Context: an optimization exercise on an open-source flow, tuned for small area, a short achievable clock period and few clock cycles per item. The choices shown serve that exercise and are no tape-out recipe.
RTL that was checked went through simulation tests only; none was proved equivalent to the original.

## run A
## aes_encrypt_core
module aes_encrypt_core (
    input  wire         clk,
    input  wire         rst,         
    input  wire         start,
    input  wire         key_256,     
    input  wire [255:0] key,
    input  wire [127:0] block_in,
    output wire         ready,
    output wire         done,
    output wire [127:0] block_out
);
make LEC_CHECK=0 CAP_MARGIN=20 CORE_MARGIN=2 CORE_UTILIZATION=50 CTS_BUF_LIST=sky130_fd_sc_hd__clkbuf_8 CTS_CLUSTER_SIZE=30 PLACE_DENSITY=0.6 SETUP_SLACK_MARGIN=3.0 SLEW_MARGIN=20 SYNTH_HIERARCHICAL=1 SYNTH_MINIMUM_KEEP_SIZE=0 finish   # period 6.0 ns
run.sh (not shown) runs the stock make flow with config.mk's settings and CLKGATE_MAP_FILE= SYNTH_SCRIPT=/design/flow/synth_recipe.tcl, a recipe that flattens the netlist after the stock synthesis.
Run A | stages: all done | timing, DRC, antenna: all pass
Input-level comparison between run B and run A:
Settings: a change of SETUP_SLACK_MARGIN from 3.0 to 3.6.
==> flow/flow/run.sh (new file) <==
#!/bin/bash
# The standard layout (standard.sh, unchanged synthesis), with the input and
# output port buffers made from the smallest buffer cell.
set -euo pipefail
export BUFFER_PORTS_ARGS="-buffer_cell sky130_fd_sc_hd__buf_1"
bash standard.sh > standard.log 2>&1
==> flow/standard.sh (new file) <==
#!/bin/bash
# synth_recipe.tcl (not shown) runs the flow's synth.tcl, then flattens the netlist and writes it again
# the make line also repeats each setting of config.mk as NAME=value (left out here)
make -C /OpenROAD-flow-scripts/flow DESIGN_CONFIG=/design/flow/config.mk WORK_HOME=/design/flow/orfs CLKGATE_MAP_FILE= SYNTH_SCRIPT=/design/flow/synth_recipe.tcl "${@:-finish}"
removed: flow/run.sh
Notes after the runs:
- | proportion of cell area occupied by multi-input gates | higher: run B |
- Higher fmax goes to run B over run A.
- In terms of share of the synthesized netlist area taken by xor and xnor gates, run B and run A differ only marginally.
- Run B: worst hold slack is 7.5 ps lower than what run A reported.
- Run B reports its critical-path cell with the highest stage delay as sky130_fd_sc_hd__dfxtp_4 while run A reports sky130_fd_sc_hd__xor2_1.
- A worst setup path category of flip-flop to output port is what run B shows, while flip-flop to flip-flop belongs to run A.
- Summary: worst setup slack after placement, run B better than run A
Here is what was changed in the inputs of run C compared with run B.
Settings: a change of SETUP_SLACK_MARGIN from 3.6 to 3.3.
Results
Compared with run B, via count in run C decreased by a few percent.
Run C ended up with flip-flop to flip-flop as its category of the most critical setup path; run B ended up with flip-flop to output port.
Against run B, run C comes in 1.3% lower on upper clock frequency limit.
Relative to run B, multi-input combinational cell area decreased by 4200 um2 in run C.
Relative to run B, the non-clock buffer count of run C is lower by 264.
Function was not checked in any run of this note: the RTL went through the layout flow alone.

---

Setup of willow:
aes_encrypt_core, a different RTL version from the one above (not shown whole).
Size: ~7700 cells after synthesis, about 520 I/O pins, about 0.076 sq mm of cells after synthesis.
==> flow/config.mk <==
export PLATFORM = sky130hd
export DESIGN_NAME = aes_encrypt_core
export DESIGN_NICKNAME = aes_encrypt_core
export VERILOG_FILES = /design/flow/design.v
export SDC_FILE = /design/flow/constraint.sdc
export NUM_CORES = 4
export LEC_CHECK = 0
export CAP_MARGIN = 20
export CORE_MARGIN = 2
export CORE_UTILIZATION = 50
export CTS_BUF_LIST = sky130_fd_sc_hd__clkbuf_8
export CTS_CLUSTER_SIZE = 30
export PLACE_DENSITY = 0.6
export SETUP_SLACK_MARGIN = 3.5
export SLEW_MARGIN = 20
export SYNTH_HIERARCHICAL = 1
export SYNTH_MINIMUM_KEEP_SIZE = 0
==> flow/constraint.sdc <==
create_clock -name core_clock -period 6.0 [get_ports {clk}]
set_input_delay 1.2000 -clock core_clock [delete_from_list [all_inputs] [get_ports {clk}]]
set_output_delay 1.2000 -clock core_clock [all_outputs]
set_load 0.01 [all_outputs]
standard.sh (not shown) runs the stock make flow with config.mk's settings and CLKGATE_MAP_FILE= SYNTH_SCRIPT=/design/flow/synth_recipe.tcl, a recipe that flattens the netlist after the stock synthesis.
==> flow/flow/run.sh <==
#!/bin/bash
# The standard layout (standard.sh, unchanged synthesis), with the input and
# output port buffers made from the smallest buffer cell.
set -euo pipefail
export BUFFER_PORTS_ARGS="-buffer_cell sky130_fd_sc_hd__buf_1"
bash standard.sh > standard.log 2>&1
willow did not stop at any stage, and its layout met the timing, DRC and antenna checks.
Testbench counts of willow, summed over its fixed seeds: cycles 30,968, items 2,400.
Inputs modified between willow and raven:
-- flow/config.mk --
<<< willow, line 14
export SETUP_SLACK_MARGIN = 3.5
>>> raven, line 14
export SETUP_SLACK_MARGIN = 3.3
Notes after the runs:
Relative area change from synthesis to final layout sits lower in raven than in willow. raven finished every step from synthesis to the final layout, and the layout passed the timing, DRC and antenna checks. The final reports for raven and willow show final instance area lower in the former. Going from willow to raven, final setup skew fell 0.0091 ns.
Here is what was changed in the inputs of ember compared with raven.
-- flow/config.mk --
<<< raven, line 11
export CTS_BUF_LIST = sky130_fd_sc_hd__clkbuf_8
>>> ember, line 11
export CTS_BUF_LIST = sky130_fd_sc_hd__clkbuf_16
export CTS_CLUSTER_DIAMETER = 100
### Flow results
Delta (ember minus raven): cell area after layout fell by 5.7%, clock skew lost 0.037 ns. Relative slew slack ended up 3.4 points higher on ember than on raven.

---

Setup of lane 1:
Another version of the RTL of aes_encrypt_core (not shown whole).
For scale: ~6700 cells after synthesis, ~1100 flip-flops, ~520 I/O pins, roughly 62000 um2 of cells after synthesis.
export LEC_CHECK = 0
export CAP_MARGIN = 20
export CORE_MARGIN = 2
export CORE_UTILIZATION = 50
export CTS_BUF_LIST = sky130_fd_sc_hd__clkbuf_8
export CTS_CLUSTER_SIZE = 30
export PLACE_DENSITY = 0.6
export SETUP_SLACK_MARGIN = 2.5
export SLEW_MARGIN = 20
export SYNTH_HIERARCHICAL = 1
export SYNTH_MINIMUM_KEEP_SIZE = 0
create_clock -name core_clock -period 6.0 [get_ports {clk}]
run.sh (not shown) runs the stock make flow with config.mk's settings and CLKGATE_MAP_FILE= SYNTH_SCRIPT=/design/flow/synth_recipe.tcl, a recipe that flattens the netlist after the stock synthesis.
Stock flow here: none of the scripts above is used.
Lane 1 went all the way through synthesis, placement and routing and the layout is clean on timing, DRC and antenna.
Testbench counts of lane 1, summed over its fixed seeds: cycles 29,754, items 2,400.
## Diff of input files: lane 2 against lane 1
# lane 1
export LEC_CHECK = 0
export CAP_MARGIN = 20
export CORE_MARGIN = 2
export CORE_UTILIZATION = 50
export CTS_BUF_LIST = sky130_fd_sc_hd__clkbuf_8
export CTS_CLUSTER_SIZE = 30
export PLACE_DENSITY = 0.6
export SETUP_SLACK_MARGIN = 2.5
export SLEW_MARGIN = 20
export SYNTH_HIERARCHICAL = 1
export SYNTH_MINIMUM_KEEP_SIZE = 0
create_clock -name core_clock -period 6.0 [get_ports {clk}]
# lane 2
export LEC_CHECK = 0
export CAP_MARGIN = 20
export CORE_MARGIN = 2
export CORE_UTILIZATION = 65
export CTS_BUF_LIST = sky130_fd_sc_hd__clkbuf_8
export CTS_CLUSTER_SIZE = 30
export PLACE_DENSITY = 0.75
export SETUP_SLACK_MARGIN = 2.5
export SLEW_MARGIN = 20
export SYNTH_HIERARCHICAL = 1
export SYNTH_MINIMUM_KEEP_SIZE = 0
create_clock -name core_clock -period 6.0 [get_ports {clk}]
==> flow/flow/run.sh (new file) <==
#!/bin/bash
# The standard layout (standard.sh, unchanged synthesis), with the input and
# output port buffers made from the smallest buffer cell.
set -euo pipefail
export BUFFER_PORTS_ARGS="-buffer_cell sky130_fd_sc_hd__buf_1"
bash standard.sh > standard.log 2>&1
==> flow/standard.sh (new file) <==
#!/bin/bash
# synth_recipe.tcl (not shown) runs the flow's synth.tcl, then flattens the netlist and writes it again
# the make line also repeats each setting of config.mk as NAME=value (left out here)
make -C /OpenROAD-flow-scripts/flow DESIGN_CONFIG=/design/flow/config.mk WORK_HOME=/design/flow/orfs CLKGATE_MAP_FILE= SYNTH_SCRIPT=/design/flow/synth_recipe.tcl "${@:-finish}"
removed: flow/run.sh
Results
Lane 2 vs lane 1 — relative area change from synthesis to final layout dropped 6.8 points. Lane 1 ended up with sky130_fd_sc_hd__xor2_1 as its slowest cell on the critical path; lane 2 ended up with sky130_fd_sc_hd__mux2i_2. Lane 2 vs. lane 1: post-layout instance count excluding filler cells shrank by 410.

---

## job 101
RTL: one of the versions met above, not the one the previous note started from.
Size in the first run: about 7,700 cells after synthesis, ~1,700 flip-flops, roughly 520 I/O pins, about 76,000 sq um of cells after synthesis.
## aes_encrypt_core
module aes_encrypt_core (
    input  wire         clk,
    input  wire         rst,         
    input  wire         start,
    input  wire         key_256,     
    input  wire [255:0] key,
    input  wire [127:0] block_in,
    output wire         ready,
    output wire         done,
    output wire [127:0] block_out
);
clock: 6.0 ns
lec_check: 0
cap_margin: 20
core_margin: 2
core_utilization: 50
cts_buf_list: sky130_fd_sc_hd__clkbuf_8
cts_cluster_diameter: 60
cts_cluster_size: 15
place_density: 0.6
setup_slack_margin: 3.3
slew_margin: 20
synth_hierarchical: 1
synth_minimum_keep_size: 0
standard.sh (not shown) runs the stock make flow with config.mk's settings and CLKGATE_MAP_FILE= SYNTH_SCRIPT=/design/flow/synth_recipe.tcl, a recipe that flattens the netlist after the stock synthesis.
==> flow/flow/run.sh <==
#!/bin/bash
# The standard layout (standard.sh, unchanged synthesis), with the input and
# output port buffers made from the smallest buffer cell.
set -euo pipefail
export BUFFER_PORTS_ARGS="-buffer_cell sky130_fd_sc_hd__buf_1"
bash standard.sh > standard.log 2>&1
Testbench counts of job 101, summed over its fixed seeds: cycles 30,968, items 2,400.
The following lists how job 102 was set up differently from job 101:
Settings: CTS_CLUSTER_SIZE now 20, was 15; CTS_BUF_LIST now sky130_fd_sc_hd__clkbuf_16, was sky130_fd_sc_hd__clkbuf_8; SETUP_SLACK_MARGIN now 3.2, was 3.3; CTS_CLUSTER_DIAMETER now 80, was 60.
Results
- The area share of buffers outside the clock network of job 102 is lower than that of job 101.
- [compare] base=job 101 new=job 102: worst setup slack for register-to-register paths saw a decrease, synthesized area saw little to no change, global-route wire length before repair saw little to no change.
- Of the two values seen for timing endpoint of the critical path, kc2[13]$_DFF_P_ was produced by job 102 and kc2[37]$_DFF_P_ by job 101.
#### Input delta (job 103 over job 102)
Settings: CORE_UTILIZATION: 50 -> 60; PLACE_DENSITY: 0.6 -> 0.7; SETUP_SLACK_MARGIN: 3.2 -> 3.3.
==> run summary <==
- Job 103 vs job 102: post-detailed-placement half-perimeter wirelength down by a few percent
- Worst reg-to-reg path cell count: lower on job 103
- Going from job 102 to job 103, highest clock frequency the design can meet +1.2%; number of antenna violations at the first check in global routing -6.
- Job 103 gives less clock latency at the later pin of the worst-skew pair than job 102 did.
- On number of global-route vias before repair, the higher figure sits with job 102, not job 103.
### job 103 -> job 104
Settings: a change of PLACE_DENSITY from 0.7 to 0.6; a change of CORE_UTILIZATION from 60 to 50.
### Flow results
- Final number of setup-violating endpoints delta (job 104 -> job 103): insignificant
- Higher wire length was reported by job 104, not job 103.
- Delta (job 104 minus job 103): buffer count excluding the clock tree in the final layout rose 6, via count fell 449.
The following lists how job 105 was set up differently from job 104:
Settings: ABC_AREA newly set to 1.
Findings:
In job 105, TritonCTS buffer count is higher than in job 104. Going from job 104 to job 105, average routed wire per standard cell shrank by more than a quarter. Route | job 105 vs job 104 | wire longer in job 105. Measured against job 104, the overall die height of job 105 comes out at 1.18 times the reference value. Compared with job 104, in job 105 count of non-CTS buffers in the layout decreased 60, synthesized-area fraction occupied by ao, oa, aoi and oai cells went down by 0.90 points. Worst hold path stage count delta (job 105 -> job 104): insignificant.

---

Setup of the previous run:
Another version of the RTL of aes_encrypt_core (not shown whole).
For scale: ~1200 flip-flops, roughly 520 I/O pins, about 65000 µm² of cells after synthesis.
==> flow/config.mk <==
export PLATFORM = sky130hd
export DESIGN_NAME = aes_encrypt_core
export DESIGN_NICKNAME = aes_encrypt_core
export VERILOG_FILES = /design/flow/design.v
export SDC_FILE = /design/flow/constraint.sdc
export NUM_CORES = 4
export LEC_CHECK = 0
export CAP_MARGIN = 20
export CORE_MARGIN = 2
export CORE_UTILIZATION = 50
export PLACE_DENSITY = 0.6
export SETUP_SLACK_MARGIN = 3.0
export SLEW_MARGIN = 20
export SYNTH_HIERARCHICAL = 1
export SYNTH_MINIMUM_KEEP_SIZE = 0
==> flow/constraint.sdc <==
create_clock -name core_clock -period 6.0 [get_ports {clk}]
set_input_delay 1.2000 -clock core_clock [delete_from_list [all_inputs] [get_ports {clk}]]
set_output_delay 1.2000 -clock core_clock [all_outputs]
set_load 0.01 [all_outputs]
run.sh (not shown) runs the stock make flow with config.mk's settings and CLKGATE_MAP_FILE= SYNTH_SCRIPT=/design/flow/synth_recipe.tcl, a recipe that flattens the netlist after the stock synthesis.
Stock flow here: none of the scripts above is used.
Inputs modified between the previous run and the current run:
Settings: a change of PLACE_DENSITY from 0.6 to 0.75; a change of SETUP_SLACK_MARGIN from 3.0 to 2.5; a change of CORE_UTILIZATION from 50 to 65.
### Flow results
- The current run completed every stage of the flow, and the final layout passed the timing, DRC and antenna checks.
- The previous run → the current run: non-clock buffer total of the final layout now smaller, sequential share of layout area now larger.
No functional check of the RTL was part of any run of this note.

---

## north
aes_encrypt_core again, from the RTL that the note above started with.
Design aes_encrypt_core, start of the top module:
module aes_encrypt_core (
    input  wire         clk,
    input  wire         rst,         
    input  wire         start,
    input  wire         key_256,     
    input  wire [255:0] key,
    input  wire [127:0] block_in,
    output wire         ready,
    output wire         done,
    output wire [127:0] block_out
);
export LEC_CHECK = 0
export CAP_MARGIN = 20
export CORE_MARGIN = 2
export CORE_UTILIZATION = 50
export PLACE_DENSITY = 0.6
export SETUP_SLACK_MARGIN = 2.3
export SLEW_MARGIN = 20
export SYNTH_HIERARCHICAL = 1
export SYNTH_MINIMUM_KEEP_SIZE = 0
create_clock -name core_clock -period 6.0 [get_ports {clk}]
Both conditions hold for north: the flow ran to the end and the final layout passed the timing, DRC and antenna checks.
The inputs of south differ from those of north as listed below.
# north
export LEC_CHECK = 0
export CAP_MARGIN = 20
export CORE_MARGIN = 2
export CORE_UTILIZATION = 50
export PLACE_DENSITY = 0.6
export SETUP_SLACK_MARGIN = 2.3
export SLEW_MARGIN = 20
export SYNTH_HIERARCHICAL = 1
export SYNTH_MINIMUM_KEEP_SIZE = 0
create_clock -name core_clock -period 6.0 [get_ports {clk}]
# south
export LEC_CHECK = 0
export CAP_MARGIN = 20
export CORE_MARGIN = 2
export CORE_UTILIZATION = 50
export PLACE_DENSITY = 0.6
export SLEW_MARGIN = 20
export SYNTH_HIERARCHICAL = 1
export SYNTH_MINIMUM_KEEP_SIZE = 0
create_clock -name core_clock -period 6.0 [get_ports {clk}]
Results
Compared with north, in south via count fell by 255, area added between synthesis and finish fell by 3.5 points.
Sort south and north by minimum clock period asc -> top: north
Compared to north, south leaves more free space in the core.
The post-synthesis async set-or-reset flop share of north and that of south are within noise of each other.
Here is what was changed in the inputs of east compared with south.
# south
export LEC_CHECK = 0
export CAP_MARGIN = 20
export CORE_MARGIN = 2
export CORE_UTILIZATION = 50
export PLACE_DENSITY = 0.6
export SLEW_MARGIN = 20
export SYNTH_HIERARCHICAL = 1
export SYNTH_MINIMUM_KEEP_SIZE = 0
create_clock -name core_clock -period 6.0 [get_ports {clk}]
# east
export LEC_CHECK = 0
export CAP_MARGIN = 20
export CORE_MARGIN = 2
export CORE_UTILIZATION = 50
export PLACE_DENSITY = 0.6
export SETUP_SLACK_MARGIN = 2.5
export SLEW_MARGIN = 20
export SYNTH_HIERARCHICAL = 1
export SYNTH_MINIMUM_KEEP_SIZE = 0
create_clock -name core_clock -period 6.0 [get_ports {clk}]
Results
- When east is measured against south, its final cell count turns out 104 higher.
- Remaining max-slew budget at the tightest pin was higher in the run labelled east.
- east improves on south in post-place setup slack.
- As far as initial standard-cell utilization of the core is concerned, east and south perform about the same.
- Comparing south against east, there is no change at all in number of logic inverters in the finished layout.
- Compared east vs south, and slew of the pin with the lowest slew margin is down in east.
- Comparing south with east, the total area of sequential cells came out essentially unchanged.
Function was not checked in any run of this note: the RTL went through the layout flow alone.

[afterwards: timing with drivers on the ports]
No port has a modelled driver above. Below, the same layouts with a new extraction and two added sets of constraints. Step 1 (the two cells are an assumption about what drives the block):
set clk [get_ports {clk}]
set_driving_cell -lib_cell sky130_fd_sc_hd__clkbuf_16 $clk
set_driving_cell -lib_cell sky130_fd_sc_hd__buf_2 [delete_from_list [all_inputs] $clk]
Step 2 moves the port delays by t, midway between the first and last clock arrival at a register: inputs arrive t later, outputs are due t later. That takes back most of the time a late clock gives input paths. Three values: no drivers, after step 1, after step 2; two values: the first two.
| run | t, ns | setup WS [ns] | slew at the worst register clock pin (ns) | worst slew at a driven data input, ns | pins driven straight from the clock port |
|---|---|---|---|---|---|
| run A | 1.042 | 3.078 / 3.044 / 3.078 | 0.07 / 0.07 | 0.11 | 1 |
| run B | 1.063 | 3.284 / 3.209 / 3.431 | 0.07 / 0.07 | 0.15 | 1 |
| run C | 1.069 | 3.247 / 3.187 / 3.247 | 0.07 / 0.07 | 0.06 | 1 |
| willow | 1.054 | 3.271 / 3.196 / 3.374 | 0.07 / 0.07 | 0.12 | 1 |
| raven | 1.051 | 3.313 / 3.242 / 3.313 | 0.07 / 0.07 | 0.06 | 1 |
| ember | 0.786 | 3.323 / 3.323 / 3.323 | 0.12 / 0.12 | 0.06 | 1 |
| lane 1 | 0.941 | 2.431 / 2.431 / 2.431 | 0.07 / 0.07 | 0.08 | 1 |
| lane 2 | 0.929 | 2.393 / 2.393 / 2.393 | 0.07 / 0.07 | 0.10 | 1 |
| job 101 | 0.986 | 3.314 / 3.308 / 3.314 | 0.10 / 0.10 | 0.06 | 1 |
| job 102 | 0.807 | 3.271 / 3.219 / 3.271 | 0.10 / 0.10 | 0.07 | 1 |
| job 103 | 0.770 | 3.303 / 3.303 / 3.303 | 0.09 / 0.09 | 0.14 | 1 |
| job 104 | 0.815 | 3.328 / 3.328 / 3.328 | 0.09 / 0.09 | 0.06 | 1 |
| job 105 | 0.886 | 3.351 / 3.259 / 3.418 | 0.09 / 0.09 | 0.15 | 1 |
| the previous run | 0.823 | 2.581 / 2.581 / 2.581 | 0.07 / 0.07 | 0.08 | 1 |
| the current run | 0.780 | 2.550 / 2.550 / 2.550 | 0.07 / 0.07 | 0.07 | 1 |
| north | 0.833 | 2.386 / 2.386 / 2.386 | 0.07 / 0.07 | 0.11 | 1 |
| south | 0.832 | 1.471 / 1.471 / 1.471 | 0.07 / 0.07 | 0.10 | 1 |
| east | 0.833 | 2.504 / 2.504 / 2.504 | 0.07 / 0.07 | 0.12 | 1 |
After both steps setup and hold are still met in every run listed.
